This design comes from an exercise in tuning for small area on the open sky130 flow, not from production work. The RTL was checked by simulation tests, not by an equivalence proof against the original design.

[flow/config.mk]
export PLATFORM = sky130hd
export DESIGN_NAME = servo_law
export DESIGN_NICKNAME = servo_law
export VERILOG_FILES = /design/flow/design.v
export SDC_FILE = /design/flow/constraint.sdc
export NUM_CORES = 4
export LEC_CHECK = 0
export CAP_MARGIN = 20
export CORE_MARGIN = 2
export CORE_UTILIZATION = 65
export CTS_BUF_LIST = sky130_fd_sc_hd__clkbuf_2 sky130_fd_sc_hd__clkbuf_4
export PLACE_DENSITY = 0.75
export SLEW_MARGIN = 20
[flow/constraint.sdc]
create_clock -name core_clock -period 30.0 [get_ports {clk}]
set_input_delay 6.0000 -clock core_clock [delete_from_list [all_inputs] [get_ports {clk}]]
set_output_delay 6.0000 -clock core_clock [all_outputs]
set_load 0.01 [all_outputs]
[flow/design.v]
module servo_law (
    input  wire        clk,
    input  wire        rst,           
    input  wire [31:0] setpoint,      
    input  wire [5:0]  in_shift,
    input  wire [31:0] kp,
    input  wire [31:0] ki,
    input  wire [31:0] kd,
    input  wire [31:0] kf,
    input  wire [31:0] ff_in,
    input  wire [31:0] offset,
    input  wire [31:0] out_min,
    input  wire [31:0] out_max,
    input  wire [31:0] slew,
    input  wire [23:0] cmp_base,      
    input  wire [23:0] cmp_gain,      
    output wire        ready,
    input  wire        init,          
    input  wire [31:0] init_u,
    input  wire [31:0] init_i,
    input  wire        step,          
    input  wire        no_target,
    input  wire [31:0] meas,          
    output wire        done,
    output wire [23:0] cmp,
    output wire [31:0] u_out,
    output wire [3:0]  flags          
);
    localparam [4:0] P_IDLE = 5'd0,  P_SP   = 5'd1,  P_SH   = 5'd2,  P_ESAT = 5'd3,
                     P_DMUL = 5'd4,  P_DSAT = 5'd5,  P_PMUL = 5'd6,  P_PACC = 5'd7,
                     P_IMUL = 5'd8,  P_IADD = 5'd9,  P_ICL  = 5'd10, P_IST  = 5'd11,
                     P_FMUL = 5'd12, P_FS1  = 5'd13, P_FS2  = 5'd14, P_FS3  = 5'd15,
                     P_VSAT = 5'd16, P_VCL  = 5'd17, P_USUB = 5'd18, P_SCL  = 5'd19,
                     P_UADD = 5'd20, P_CMUL = 5'd21, P_CADD = 5'd22, P_DONE = 5'd23;
    localparam [4:0] Z_0 = 5'd0, Z_MEAS = 5'd1, Z_SP = 5'd2, Z_KD = 5'd3, Z_KP = 5'd4,
                     Z_KI = 5'd5, Z_KF = 5'd6, Z_GAIN = 5'd7, Z_M = 5'd8, Z_I = 5'd9,
                     Z_U = 5'd10, Z_MIN = 5'd11, Z_MAX = 5'd12, Z_SLEW = 5'd13,
                     Z_OFF = 5'd14, Z_BASE = 5'd15, Z_INIT = 5'd16;
    localparam [2:0] X_0 = 3'd0, X_ACC = 3'd1, X_SB = 3'd2, X_BIAS = 3'd3, X_MUL = 3'd4;
    reg  [4:0]  ph;
    reg  [5:0]  cnt;
    reg  [40:0] acc;
    reg  [32:0] m;
    reg  [31:0] u_st, i_st, ep;
    reg         first, nt, f_sat, f_lim, f_slw, fl;
    wire [5:0] cnt_inc = cnt + 6'd1;
    wire       last32  = (cnt[4:0] == 5'd31);
    wire       ovf = ~((&acc[40:31]) | ~(|acc[40:31]));
    wire [40:0] sb = ovf ? {{10{acc[40]}}, {31{~acc[40]}}} : acc;
    wire       slew_on = ~slew[31] & (|slew[30:0]);
    reg  [2:0] xs;
    reg  [4:0] zs;
    reg        inv, cin, c2;
    reg        mul;         
    reg        dig, neg;    
    wire       sh_last = (cnt_inc == in_shift) | (cnt == 6'd40);
    wire       is_cl   = (ph == P_ICL) | (ph == P_VCL) | (ph == P_SCL);
    always @* begin
        xs = X_ACC; zs = Z_0; inv = 1'b0; cin = 1'b0; c2 = 1'b0; mul = 1'b0;
        dig = 1'b0; neg = 1'b0;
        case (ph)
            P_IDLE: begin
                xs = X_0;
                if (rst) zs = Z_0;
                else if (step & no_target) zs = Z_U;
                else if (step) begin zs = Z_MEAS; inv = 1'b1; cin = 1'b1; end
                else if (init) zs = Z_INIT;
            end
            P_SP:   zs = Z_SP;
            P_SH:   begin mul = 1'b1; xs = X_MUL; cin = sh_last; end
            P_ESAT, P_DSAT, P_VSAT: xs = X_SB;
            P_DMUL: begin
                mul = 1'b1; zs = Z_KD;
                xs = (cnt == 6'd0) ? X_BIAS : X_MUL;
                dig = ~first & (m[0] ^ ep[0]);
                neg = ep[0] ^ last32;
            end
            P_PMUL, P_IMUL: begin
                mul = 1'b1; zs = (ph == P_PMUL) ? Z_KP : Z_KI;
                xs = (cnt == 6'd0) ? X_BIAS : X_MUL;
                dig = ep[0]; neg = last32;
            end
            P_FMUL: begin
                mul = 1'b1; zs = Z_KF;
                xs = (cnt == 6'd0) ? X_BIAS : X_MUL;
                dig = ff_in[cnt[4:0]]; neg = last32;
            end
            P_CMUL: begin
                mul = 1'b1; zs = Z_GAIN;
                xs = (cnt == 6'd0) ? X_BIAS : X_MUL;
                dig = m[0]; neg = last32;
            end
            P_PACC, P_FS1: begin xs = X_SB; zs = Z_M; end
            P_IADD, P_FS2: zs = Z_I;
            P_IST:  zs = Z_0;
            P_FS3:  zs = Z_OFF;
            P_USUB: begin zs = Z_U; inv = 1'b1; cin = 1'b1; end
            P_UADD: zs = Z_U;
            P_CADD: zs = Z_BASE;
            P_ICL, P_VCL, P_SCL: begin
                if (cnt[0] & fl) xs = X_0;
                if (ph == P_SCL) begin
                    zs  = Z_SLEW;
                    inv = (cnt[1:0] != 2'd0) & (cnt[1:0] != 2'd3);
                    cin = (cnt[1:0] == 2'd1);
                end else begin
                    zs  = cnt[1] ? Z_MAX : Z_MIN;
                    inv = ~cnt[0];
                    cin = (cnt[1:0] == 2'd0);
                end
                if (cnt[1:0] == 2'd3) begin cin = ~fl; c2 = ~fl; end
            end
            default: ;
        endcase
        if (mul) begin
            inv = dig & neg;
            cin = cin | (dig & neg);
            if (~dig) zs = Z_0;
        end
    end
    reg  [41:0] zraw;
    always @* begin
        case (zs)
            Z_MEAS: zraw = {meas[31], meas, 9'd0};
            Z_SP:   zraw = {setpoint[31], setpoint, 9'd0};
            Z_KD:   zraw = {{2{kd[31]}}, kd, 8'd0};
            Z_KP:   zraw = {{2{kp[31]}}, kp, 8'd0};
            Z_KI:   zraw = {{2{ki[31]}}, ki, 8'd0};
            Z_KF:   zraw = {{2{kf[31]}}, kf, 8'd0};
            Z_GAIN: zraw = {10'd0, cmp_gain, 8'd0};
            Z_M:    zraw = {{8{m[32]}}, m, 1'b0};
            Z_I:    zraw = {{9{i_st[31]}}, i_st, 1'b0};
            Z_U:    zraw = {{9{u_st[31]}}, u_st, 1'b0};
            Z_MIN:  zraw = {{9{out_min[31]}}, out_min, 1'b0};
            Z_MAX:  zraw = {{9{out_max[31]}}, out_max, 1'b0};
            Z_SLEW: zraw = {{9{slew[31]}}, slew, 1'b0};
            Z_OFF:  zraw = {{9{offset[31]}}, offset, 1'b0};
            Z_BASE: zraw = {17'd0, cmp_base, 1'b0};
            Z_INIT: zraw = {{9{init_i[31]}}, init_i, 1'b0};
            default: zraw = 42'd0;
        endcase
    end
    reg  [41:0] xv;
    always @* begin
        case (xs)
            X_ACC:  xv = {acc, c2};
            X_SB:   xv = {sb, c2};
            X_BIAS: xv = 42'd1 << 31;
            X_MUL:  xv = {acc[40], acc};
            default: xv = {41'd0, c2};
        endcase
    end
    wire [41:0] zv = zraw ^ {42{inv}};
    wire [41:0] y;
    wire [42:0] cy;
    assign cy[0] = cin;
    genvar gi;
    generate
        for (gi = 0; gi < 42; gi = gi + 1) begin : g_add
            wire hx = xv[gi] ^ zv[gi];
            assign y[gi]      = hx ^ cy[gi];
            assign cy[gi + 1] = (xv[gi] & zv[gi]) | (hx & cy[gi]);
        end
    endgenerate
    always @(posedge clk) begin
        acc <= y[41:1];
        if (rst) begin
            ph    <= P_IDLE;
            u_st  <= y[32:1];
            i_st  <= y[32:1];
            first <= 1'b1;
        end else begin
            case (ph)
                P_IDLE: begin
                    cnt <= 6'd0;
                    if (step) begin
                        nt    <= no_target;
                        f_sat <= 1'b0;
                        f_lim <= 1'b0;
                        f_slw <= 1'b0;
                        if (no_target) begin
                            m  <= y[33:1];
                            ph <= P_CMUL;
                        end else begin
                            ph <= P_SP;
                        end
                    end else if (init) begin
                        u_st  <= init_u;
                        i_st  <= y[32:1];
                        first <= 1'b1;
                    end
                end
                P_SP: begin
                    ph  <= (in_shift == 6'd0) ? P_ESAT : P_SH;
                end
                P_SH: begin
                    cnt <= cnt_inc;
                    if (sh_last) ph <= P_ESAT;
                end
                P_ESAT, P_DSAT: begin
                    m     <= y[33:1];
                    f_sat <= f_sat | ovf;
                    cnt   <= 6'd0;
                    ph    <= ph + 5'd1;
                end
                P_DMUL, P_PMUL, P_IMUL, P_FMUL, P_CMUL: begin
                    cnt <= cnt_inc;
                    if (ph == P_DMUL) begin
                        ep <= {m[0], ep[31:1]};
                        m  <= {m[32], m[32:1]};
                    end else if (ph == P_PMUL || ph == P_IMUL) begin
                        ep <= {ep[0], ep[31:1]};
                    end else if (ph == P_CMUL) begin
                        m  <= {m[32], m[32:1]};
                    end
                    if (last32) begin
                        cnt <= 6'd0;
                        ph  <= ph + 5'd1;
                    end
                end
                P_PACC: begin
                    m     <= y[33:1];
                    f_sat <= f_sat | ovf;
                    ph    <= P_IMUL;
                end
                P_IADD, P_FS2, P_FS3, P_USUB, P_CADD: begin
                    cnt <= 6'd0;
                    ph  <= ph + 5'd1;
                end
                P_FS1, P_VSAT: begin
                    f_sat <= f_sat | ovf;
                    cnt   <= 6'd0;
                    ph    <= ph + 5'd1;
                end
                P_IST: begin
                    i_st <= y[32:1];
                    cnt  <= 6'd0;
                    ph   <= P_FMUL;
                end
                P_ICL, P_VCL, P_SCL: begin
                    cnt <= cnt_inc;
                    if (~cnt[0]) begin
                        fl <= (cnt[1] ^ y[41]) & (ph != P_SCL || slew_on);
                    end else if (fl) begin
                        if (ph == P_VCL) f_lim <= 1'b1;
                        if (ph == P_SCL) f_slw <= 1'b1;
                    end
                    if (cnt[1:0] == 2'd3) ph <= ph + 5'd1;
                end
                P_UADD: begin
                    u_st  <= y[32:1];
                    m     <= y[33:1];
                    f_sat <= f_sat | ovf;
                    cnt   <= 6'd0;
                    ph    <= P_CMUL;
                end
                P_DONE: begin
                    first <= nt;
                    ph    <= P_IDLE;
                end
                default: ph <= P_IDLE;
            endcase
        end
    end
    assign ready = (ph == P_IDLE);
    assign done  = (ph == P_DONE);
    wire   c_ov  = acc[40] | (|acc[39:24]);
    assign cmp   = acc[40] ? 24'h000000 : (|acc[39:24]) ? 24'hffffff : acc[23:0];
    assign u_out = u_st;
    assign flags = {nt, f_slw, f_lim, f_sat | c_ov};
endmodule
[flow/run.sh]
#!/bin/bash
# synth_recipe.tcl (not shown) runs the flow's synth.tcl, then flattens the netlist and writes it again
# the make line also repeats each setting of config.mk as NAME=value (left out here)
make -C /OpenROAD-flow-scripts/flow DESIGN_CONFIG=/design/flow/config.mk WORK_HOME=/design/flow/orfs CLKGATE_MAP_FILE= SYNTH_SCRIPT=/design/flow/synth_recipe.tcl finish
==> results.json, run 1 <==
{
  "status": "aborted with a tool error",
  "stop_stage": "I/O pin placement",
  "error_line": "[ERROR PPL-0024] Number of IO pins (537) exceeds maximum number of available positions (534). Increase the die perimeter from 599.24um to 730.32um.",
  "start_util": 0.659,
  "row_count": 53,
  "synth_area_um2": 13800,
  "die_w_um": 150,
  "avgSynthCellArea_um2": 9.14,
  "fp.dieH_um": 150,
  "synth.most_common_cell": "nand2_1",
  "synth_top_area_cell": "edfxtp_1",
  "synth_area_leaders": "edfxtp_1 (30%), nand2_1 (7.0%), dfxtp_1 (6.8%)",
  "synth_seq_cells": 187,
  "synth_cell_types": 78,
  "synth_edf_count": 140,
  "ys_seq_area_frac": 0.372,
  "netlist_instances": 1512,
  "synthTopCellsByCount": "nand2_1 (258), nor2_1 (141), edfxtp_1 (140), a22oi_1 (78), o21ai_0 (64)",
  "yosysTopAreaCellShare": 0.304,
  "yosysWarnings": 1,
  "yosys_most_used_dff": "edfxtp_1",
  "synth-async-reset-ratio": 0,
  "synth_fp_nets": 2037
}
==> kinds of logic after synthesis <==
| kind of cell | synth area share |
|---|---|
| AO/OA/AOI/OAI | 0.210 |
| XOR/XNOR | 0.0352 |
| adder cells (fa/ha/maj) | 0.0670 |
| buffers and inverters | 0.0438 |
| flip-flops | 0.372 |
| multiplexers | 0.0793 |
| AND/OR/NAND/NOR | 0.192 |
==> run 2, diff against run 1 <==
==> flow/flow/run.sh (new file) <==
#!/bin/bash
# Standard ORFS layout, with the port buffers made of the smallest buffer
# cell instead of the one buffer_ports picks by default.
set -euo pipefail
export BUFFER_PORTS_ARGS="-buffer_cell sky130_fd_sc_hd__buf_1"
bash standard.sh > standard.log 2>&1
==> flow/standard.sh (new file) <==
#!/bin/bash
# synth_recipe.tcl (not shown) runs the flow's synth.tcl, then flattens the netlist and writes it again
# the make line also repeats each setting of config.mk as NAME=value (left out here)
make -C /OpenROAD-flow-scripts/flow DESIGN_CONFIG=/design/flow/config.mk WORK_HOME=/design/flow/orfs CLKGATE_MAP_FILE= SYNTH_SCRIPT=/design/flow/synth_recipe.tcl "${@:-finish}"
removed: flow/run.sh
==> run 2 against run 1 <==
  * Synthesized cell count unchanged
  * Area after synthesis unchanged
  * The run again fails in I/O pin placement
==> results.json, run 2 <==
{
  "yosysWarnings": 1,
  "status": "aborted with a tool error",
  "synth_top_area_cell": "edfxtp_1",
  "synth_edf_count": 140,
  "synthTopCellsByCount": "nand2_1 (258), nor2_1 (141), edfxtp_1 (140), a22oi_1 (78), o21ai_0 (64)",
  "synth.most_common_cell": "nand2_1",
  "start_util": 0.659,
  "yosys_most_used_dff": "edfxtp_1",
  "synth_area_leaders": "edfxtp_1 (30%), nand2_1 (7.0%), dfxtp_1 (6.8%)",
  "netlist_instances": 1512,
  "fp.dieH_um": 150,
  "synth-async-reset-ratio": 0,
  "stop_stage": "I/O pin placement",
  "ys_seq_area_frac": 0.372,
  "synth_seq_cells": 187,
  "row_count": 53,
  "synth_cell_types": 78,
  "yosysTopAreaCellShare": 0.304,
  "error_line": "[ERROR PPL-0024] Number of IO pins (537) exceeds maximum number of available positions (534). Increase the die perimeter from 599.24um to 730.32um.",
  "synth_fp_nets": 2037,
  "avgSynthCellArea_um2": 9.14,
  "die_w_um": 150,
  "synth_area_um2": 13800
}
## run 2: cell counts after synthesis
No cell type changed its count.
## run 2: cells by family after synthesis
| family | Yosys count | share of synthesized area |
|---|---|---|
| compound gates | 401 | 0.210 |
| xor+xnor | 54 | 0.0352 |
| fa+ha+maj | 50 | 0.0670 |
| buf+inv | 135 | 0.0438 |
| flops | 187 | 0.372 |
| mux | 96 | 0.0793 |
| simple gates | 589 | 0.192 |
